What follows belongs to an exercise in optimizing a design on an open flow for small area, a short achievable clock period and few clock cycles per item; a production flow would make more cautious choices. Function not checked in this run: the RTL went through the layout flow alone. Power and IR drop assume default switching activity.

==> design.v <==
module nbs_decode (
    input  wire [3:0] fmt,
    input  wire [7:0] x,
    output reg        sign,
    output reg  [7:0] sig,
    output reg  [4:0] shift,
    output reg        is_nan,
    output reg        is_inf
);
    always @(*) begin
        sign   = 1'b0;
        sig    = 8'd0;
        shift  = 5'd0;
        is_nan = 1'b0;
        is_inf = 1'b0;
        case (fmt)
            4'h3: begin  
                sign  = x[7];
                sig   = {4'd0, x[6:3] != 4'd0, x[2:0]};
                shift = (x[6:3] != 4'd0) ? {1'b0, x[6:3]} - 5'd1 : 5'd0;
                is_nan = (x[6:0] == 7'h7f);
            end
            4'h4: begin  
                sign  = x[7];
                sig   = {5'd0, x[6:2] != 5'd0, x[1:0]};
                shift = (x[6:2] != 5'd0) ? x[6:2] - 5'd1 : 5'd0;
                is_nan = (x[6:2] == 5'h1f) && (x[1:0] != 2'd0);
                is_inf = (x[6:2] == 5'h1f) && (x[1:0] == 2'd0);
            end
            4'h5: begin  
                sign  = x[5];
                sig   = {5'd0, x[4:2] != 3'd0, x[1:0]};
                shift = (x[4:2] != 3'd0) ? {2'd0, x[4:2]} - 5'd1 : 5'd0;
            end
            4'h6: begin  
                sign  = x[5];
                sig   = {4'd0, x[4:3] != 2'd0, x[2:0]};
                shift = (x[4:3] != 2'd0) ? {3'd0, x[4:3]} - 5'd1 : 5'd0;
            end
            4'h7: begin  
                sign  = x[3];
                sig   = {6'd0, x[2:1] != 2'd0, x[0]};
                shift = (x[2:1] != 2'd0) ? {3'd0, x[2:1]} - 5'd1 : 5'd0;
            end
            4'h8: begin  
                sign  = x[7];
                sig   = x[7] ? (~x + 8'd1) : x;
                shift = 5'd0;
            end
            default: ;
        endcase
    end
endmodule
module nbs_lane (
    input  wire [3:0]  fmt_a,
    input  wire [3:0]  fmt_b,
    input  wire [7:0]  a,
    input  wire [7:0]  b,
    output wire [71:0] prod,       
    output wire        p_nan,      
    output wire        p_pinf,     
    output wire        p_ninf,     
    output wire        p_inv,      
    output wire        p_negzero   
);
    wire       sa, sb, na, nb, ia, ib;
    wire [7:0] ma, mb;
    wire [4:0] ea, eb;
    nbs_decode u_da (.fmt(fmt_a), .x(a), .sign(sa), .sig(ma), .shift(ea), .is_nan(na), .is_inf(ia));
    nbs_decode u_db (.fmt(fmt_b), .x(b), .sign(sb), .sig(mb), .shift(eb), .is_nan(nb), .is_inf(ib));
    wire        za   = (ma == 8'd0) && !ia && !na;
    wire        zb   = (mb == 8'd0) && !ib && !nb;
    wire        psgn = sa ^ sb;
    wire        any_nan  = na || nb;
    wire        any_inf  = ia || ib;
    wire        inf_zero = !any_nan && any_inf && (za || zb);
    wire        special  = any_nan || any_inf;
    wire [15:0] pm  = ma * mb;
    wire [5:0]  sh  = {1'b0, ea} + {1'b0, eb};
    wire [71:0] mag = {56'd0, pm} << sh;
    assign prod      = special ? 72'd0 : (psgn ? (~mag + 72'd1) : mag);
    assign p_nan     = any_nan || inf_zero;
    assign p_inv     = inf_zero;
    assign p_pinf    = !any_nan && !inf_zero && any_inf && !psgn;
    assign p_ninf    = !any_nan && !inf_zero && any_inf &&  psgn;
    assign p_negzero = !special && (pm == 16'd0) && psgn;
endmodule
module nbs_to_a56 (
    input  wire [71:0] acc,        
    input  wire [5:0]  lsb,        
    input  wire        f_nan,
    input  wire        f_pinf,
    input  wire        f_ninf,
    input  wire        f_negzero,  
    output reg  [55:0] a56
);
    wire        neg = acc[71];
    wire [71:0] mag = neg ? (~acc + 72'd1) : acc;
    reg [6:0] p;
    integer i;
    always @(*) begin
        p = 7'd0;
        for (i = 0; i < 71; i = i + 1)
            if (mag[i]) p = i[6:0];
    end
    wire [70:0] norm   = mag[70:0] << (7'd70 - p);
    wire [44:0] sig    = norm[70:26];
    wire        guard  = norm[25];
    wire        sticky = |norm[24:0];
    wire        up     = guard && (sticky || sig[0]);
    wire [45:0] rsig   = {1'b0, sig} + {45'd0, up};
    wire        carry  = rsig[45];
    wire [10:0] expo   = {4'd0, p} - {5'd0, lsb} + 11'd1023 + {10'd0, carry};
    wire [43:0] frac   = carry ? 44'd0 : rsig[43:0];
    always @(*) begin
        if (f_nan || (f_pinf && f_ninf))
            a56 = 56'h7F_F800_0000_0000;
        else if (f_pinf)
            a56 = 56'h7F_F000_0000_0000;
        else if (f_ninf)
            a56 = 56'hFF_F000_0000_0000;
        else if (mag == 72'd0)
            a56 = f_negzero ? 56'h80_0000_0000_0000 : 56'd0;
        else
            a56 = {neg, expo, frac};
    end
endmodule
module nbs_top (
    input  wire        clk,
    input  wire        rst,
    input  wire        in_valid,
    output wire        in_ready,
    input  wire [3:0]  in_fmt_a,
    input  wire [3:0]  in_fmt_b,
    input  wire [31:0] in_a,
    input  wire [31:0] in_b,
    input  wire [3:0]  in_lanes,
    input  wire        in_last,
    output reg         out_valid,
    input  wire        out_ready,
    output reg  [55:0] out_sum,
    output reg         out_invalid
);
    wire [71:0] prod [0:3];
    wire [3:0]  l_nan, l_pinf, l_ninf, l_inv, l_negzero;
    genvar g;
    generate
        for (g = 0; g < 4; g = g + 1) begin : g_lane
            nbs_lane u_lane (
                .fmt_a(in_fmt_a), .fmt_b(in_fmt_b),
                .a(in_a[8*g +: 8]), .b(in_b[8*g +: 8]),
                .prod(prod[g]),
                .p_nan(l_nan[g]), .p_pinf(l_pinf[g]), .p_ninf(l_ninf[g]),
                .p_inv(l_inv[g]), .p_negzero(l_negzero[g])
            );
        end
    endgenerate
    reg  [71:0] beat_sum;
    integer j;
    always @(*) begin
        beat_sum = 72'd0;
        for (j = 0; j < 4; j = j + 1)
            if (in_lanes[j]) beat_sum = beat_sum + prod[j];
    end
    wire beat_nan     = |(in_lanes & l_nan);
    wire beat_pinf    = |(in_lanes & l_pinf);
    wire beat_ninf    = |(in_lanes & l_ninf);
    wire beat_inv     = |(in_lanes & l_inv);
    wire beat_negzero = &(~in_lanes | l_negzero);
    function [5:0] lsb_exp(input [3:0] f);
        case (f)
            4'h3:    lsb_exp = 6'd9;
            4'h4:    lsb_exp = 6'd16;
            4'h5:    lsb_exp = 6'd4;
            4'h6:    lsb_exp = 6'd3;
            4'h7:    lsb_exp = 6'd1;
            default: lsb_exp = 6'd0;
        endcase
    endfunction
    reg         in_block;    
    reg  [71:0] acc;
    reg         a_nan, a_pinf, a_ninf, a_inv, a_negzero;
    reg         blk_valid;
    reg  [71:0] blk_acc;
    reg  [5:0]  blk_lsb;
    reg         blk_nan, blk_pinf, blk_ninf, blk_inv, blk_negzero;
    wire blk_move = blk_valid && (!out_valid || out_ready);
    assign in_ready = !blk_valid || blk_move;
    wire take = in_valid && in_ready;
    wire [71:0] nx_acc     = (in_block ? acc : 72'd0) + beat_sum;
    wire        nx_nan     = (in_block && a_nan)  || beat_nan;
    wire        nx_pinf    = (in_block && a_pinf) || beat_pinf;
    wire        nx_ninf    = (in_block && a_ninf) || beat_ninf;
    wire        nx_inv     = (in_block && a_inv)  || beat_inv;
    wire        nx_negzero = (!in_block || a_negzero) && beat_negzero;
    always @(posedge clk) begin
        if (rst) begin
            in_block  <= 1'b0;
            blk_valid <= 1'b0;
        end else begin
            if (blk_move)
                blk_valid <= 1'b0;
            if (take) begin
                in_block <= !in_last;
                if (in_last)
                    blk_valid <= 1'b1;
            end
        end
        if (take) begin
            acc       <= nx_acc;
            a_nan     <= nx_nan;
            a_pinf    <= nx_pinf;
            a_ninf    <= nx_ninf;
            a_inv     <= nx_inv;
            a_negzero <= nx_negzero;
            if (in_last) begin
                blk_acc     <= nx_acc;
                blk_lsb     <= lsb_exp(in_fmt_a) + lsb_exp(in_fmt_b);
                blk_nan     <= nx_nan;
                blk_pinf    <= nx_pinf;
                blk_ninf    <= nx_ninf;
                blk_inv     <= nx_inv;
                blk_negzero <= nx_negzero;
            end
        end
    end
    wire [55:0] blk_a56;
    nbs_to_a56 u_cvt (
        .acc(blk_acc), .lsb(blk_lsb),
        .f_nan(blk_nan), .f_pinf(blk_pinf), .f_ninf(blk_ninf),
        .f_negzero(blk_negzero),
        .a56(blk_a56)
    );
    always @(posedge clk) begin
        if (rst)
            out_valid <= 1'b0;
        else if (blk_move)
            out_valid <= 1'b1;
        else if (out_ready)
            out_valid <= 1'b0;
        if (blk_move) begin
            out_sum     <= blk_a56;
            out_invalid <= blk_inv || (!blk_nan && blk_pinf && blk_ninf);
        end
    end
endmodule
==> run.sh <==
#!/bin/bash
# synth_recipe.tcl (not shown) runs the flow's synth.tcl, then flattens the netlist and writes it again
# the make line also repeats each setting of config.mk as NAME=value (left out here)
make -C /OpenROAD-flow-scripts/flow DESIGN_CONFIG=/design/flow/config.mk WORK_HOME=/design/flow/orfs CLKGATE_MAP_FILE= SYNTH_SCRIPT=/design/flow/synth_recipe.tcl finish
==> config.mk <==
export PLATFORM = sky130hd
export DESIGN_NAME = nbs_top
export DESIGN_NICKNAME = nbs_top
export VERILOG_FILES = /design/flow/design.v
export SDC_FILE = /design/flow/constraint.sdc
export NUM_CORES = 4
export LEC_CHECK = 0
export CAP_MARGIN = 20
export CORE_MARGIN = 2
export CORE_UTILIZATION = 40
export SLEW_MARGIN = 20
==> constraint.sdc <==
create_clock -name core_clock -period 25.0 [get_ports {clk}]
set_input_delay 5.0000 -clock core_clock [delete_from_list [all_inputs] [get_ports {clk}]]
set_output_delay 5.0000 -clock core_clock [all_outputs]
set_load 0.01 [all_outputs]
==> run notes <==
==> per-layer routing <==
layer | routed length (um) | part of all wire (%)
met4 | 16600 | 5.7
met5 | 50 | 0.017
met2 | 125000 | 43
met3 | 26000 | 8.9
met1 | 125000 | 43
==> cells by family (layout without fill, tap and decap cells) <==
family / Yosys count / in the layout
and+or+nand+nor: 3623 / 3623
AOI/OAI and AO/OA: 2797 / 2797
buffers and inverters: 946 / 1368
xor gates and xnor gates: 689 / 689
adders and majority gates: 669 / 669
muxes: 303 / 303
DFF: 220 / 220
other: 0 / 12
==> synthesized netlist by cell type (all sizes together) (94+ instances only) <==
cell type	n
or3	95
and2	156
ha	515
nand4	112
nor3	290
fa	154
mux2i	136
inv	451
o31ai	114
clkbuf	370
o21a	94
xor2	280
edfxtp	217
mux2	122
a211oi	125
a31oi	147
nor4	102
nand3	276
o21ai	573
buf	118
o211ai	96
xnor2	408
nand2	911
nor2	1180
nand2b	108
a21oi	736
a21o	204
==> per-stage QoR <==
stage	worst slack [ns]	utilization, %	total power [uW]
2_1_floorplan	2.72	-	5630
3_3_place_gp	0.377	45.0	8220
3_5_place_dp	0.455	45.0	8260
4_1_cts	0.929	45.5	8680
5_1_grt	0.0500	45.6	9420
6_report	1.17	45.6	8930
==> path summary, 6_finish.rpt <==
| check | endpoint | cells after the start | slack (ns) | from |
|---|---|---|---|---|
| max reg2reg | out_sum[52] | 38 | 12.35 | blk_acc[1] |
| min reg2reg | out_valid | 2 | 0.50 | blk_valid |
| min | out_valid | 2 | 0.50 | blk_valid |
| max | acc[70] | 88 | 1.17 | in_a[0] |
==> cell type report <==
type                            count  area [um^2]  share of cell area, %
Tap cell                         2175         2720                   3.67
Timing Repair Buffer              862         6810                   9.18
Clock buffer                       33          697                  0.940
Multi-Input combinational cell   8081        55500                   74.8
Sequential cell                   220         6580                   8.87
Antenna cell                       12         30.0                 0.0405
Inverter                          458         1720                   2.32
Clock inverter                     15          135                  0.182
==> state kept, by name (all words and copies together) (netlist names) <==
name,count
acc,72
blk_acc,72
out_sum,56
blk_lsb,6
a_inv,1
a_nan,1
a_negzero,1
a_ninf,1
a_pinf,1
blk_inv,1
blk_nan,1
blk_negzero,1
blk_ninf,1
blk_pinf,1
blk_valid,1
in_block,1
out_invalid,1
out_valid,1
==> timing repair <==
item | 4_1_cts | 5_1_grt
setup buffers | 0 | 3
setup endpoints to repair | 0 | 20
resized for setup | 0 | 20
==> worst max-delay path: cells and delay by family <==
family	cells	cell delay [ns]
buffers and inverters	14	2.27
AND/OR/NAND/NOR	21	3.66
AO/OA/AOI/OAI	38	8.29
multiplexers	2	0.69
XOR/XNOR	4	0.83
adder cells (fa/ha/maj)	9	3.40
==> power breakdown <==
group / switching, uW / internal [uW] / total [uW]
sequential: 112 / 623 / 736
clock: 167 / 210 / 377
combinational: 4960 / 2860 / 7820
==> impl_metrics.json <==
{
  "outcome": "timing/DRC/antenna clean",
  "cts_buffers": 26,
  "port_buffers": 139,
  "skew_ns": 0.0274,
  "synthMuxAreaShare_pct": 5.74,
  "cts.sinks": 220,
  "power_density_mw_per_mm2": 120,
  "fillers": 16900,
  "cpMaxStageDelayCell": "nor3_1",
  "core_area_mm2": 0.163,
  "seq_area_frac_synth_pct": 10.0,
  "synth_area_mm2": 0.0654,
  "synth.top_cell.area_share_pct": 9.96,
  "slew_viol_final": 0,
  "gr-usage-met1_pct": 46.5,
  "dpl_cell_area_mm2": 0.0732,
  "die_w_um": 408,
  "finalSetupViolations": 0,
  "fin_setup_tns_ns": 0,
  "synth_compound_area_share_pct": 28.2,
  "synth_top_family_by_area": "compound AO/OA/AOI/OAI gates",
  "die_y_um": 408,
  "irDropWorstVdd_uv": 136,
  "synth_xor_area_share_pct": 9.28,
  "gr-usage-met2_pct": 51.1,
  "max_slew_margin_pct": 16.1,
  "cts_tree": "built",
  "avgSynthCellArea_um2": 7.08,
  "async_flop_share_pct": 0,
  "num-nets-final": 10400,
  "avgViaCountPerCell": 6.34,
  "fmax_ghz": 0.0420,
  "gp_congestion": 1.05,
  "endpoint_kind": "flip-flop",
  "leakage_uw": 0.0323,
  "io_pins": 140,
  "path_class": "in2reg",
  "stdcell_area_mm2": 0.0742,
  "totalWireLength_mm": 293,
  "first_global_vias": 69600,
  "syn-num-nets": 9997,
  "synth_top_area_cell": "edfxtp_1",
  "h-tree-depth": 1,
  "wl_per_cell_um": 24.7,
  "synth_edf_count": 217,
  "gr-usage-all-layers_pct": 33.6,
  "dp_hpwl_mm": 240,
  "fin_crit_ns": 23.83,
  "cp_slowest_stage_delay_ns": 0.85,
  "drt_iter0_drc": 9708,
  "antenna_left": 0,
  "synth.distinct_cells": 124,
  "area_growth_pct": 13.3,
  "final_common_cell": "nor2_1",
  "busiest_layer": "met2",
  "synthSimpleGateAreaFrac_pct": 26.4,
  "cp_max_fo": 7,
  "rows": 148,
  "dr.pass1.iters": 9,
  "clk_pin_slew_ns": 0.06,
  "cp.arrival_ns": 24.15,
  "ys_ff_latch": 220,
  "grt_overflow": 0,
  "synthAdderAreaFrac_pct": 14.6,
  "synth_warnings": 3,
  "cap_violations": 0,
  "holdWs_ns": 0.500,
  "route.vias.total": 75200,
  "tightest_slew_ns": 1.25,
  "drc": 0,
  "final-instance-count-excl-fill": 11900,
  "start_util_pct": 40.2,
  "cts_buffer_depth": 3,
  "hold_viol": 0,
  "synthFlopType": "edfxtp_1",
  "holdBufCountCts": 0,
  "finalCritPeriodShare_pct": 95.3,
  "dpl.cell_count": 11800,
  "grt_pass1_wl_mm": 440,
  "min_path_type": "reg2reg",
  "antenna_found_initial": 27,
  "grt_max_degree": 79,
  "synth.area.top_cells": "edfxtp_1, ha_1, nor2_1",
  "grtUsageMet3_pct": 4.61,
  "drive_gt1_share_pct": 12.4,
  "design.die.area_mm2": 0.167,
  "clock_latency_ns": 0.60,
  "rsz0062_at_grt": "false",
  "start_kind": "primary input",
  "required_ns": 25.32,
  "synth_cells": 9247,
  "final_cell_mix": "nor2_1, nand2_1, a21oi_1, buf_4, o21ai_0",
  "root_buffer": "clkbuf_16"
}

==> separate check: timing with driven ports <==
Ports are ideal in the flow. The routed layout listed here was re-timed in OpenROAD. Step 1 sets driving cells, clkbuf_16 on the clock port and buf_2 on the other inputs (assumed; they add their load-dependent delay and slew). Step 2 moves the port delays by t, midway between the first and last clock arrival at a register: inputs arrive t later, outputs are due t later. That takes back most of the time a late clock gives input paths. Three values: no drivers, after step 1, after step 2; two values: the first two.
t, ns: 0.649
slack for setup (ns): 1.167 / 1.210 / 0.561
worst register clock-pin slew, ns: 0.07 / 0.07
After both steps setup and hold are still met in this run. For this run, drivers alone change the setup slack by +0.043 ns; drivers and shift together by -0.606 ns.
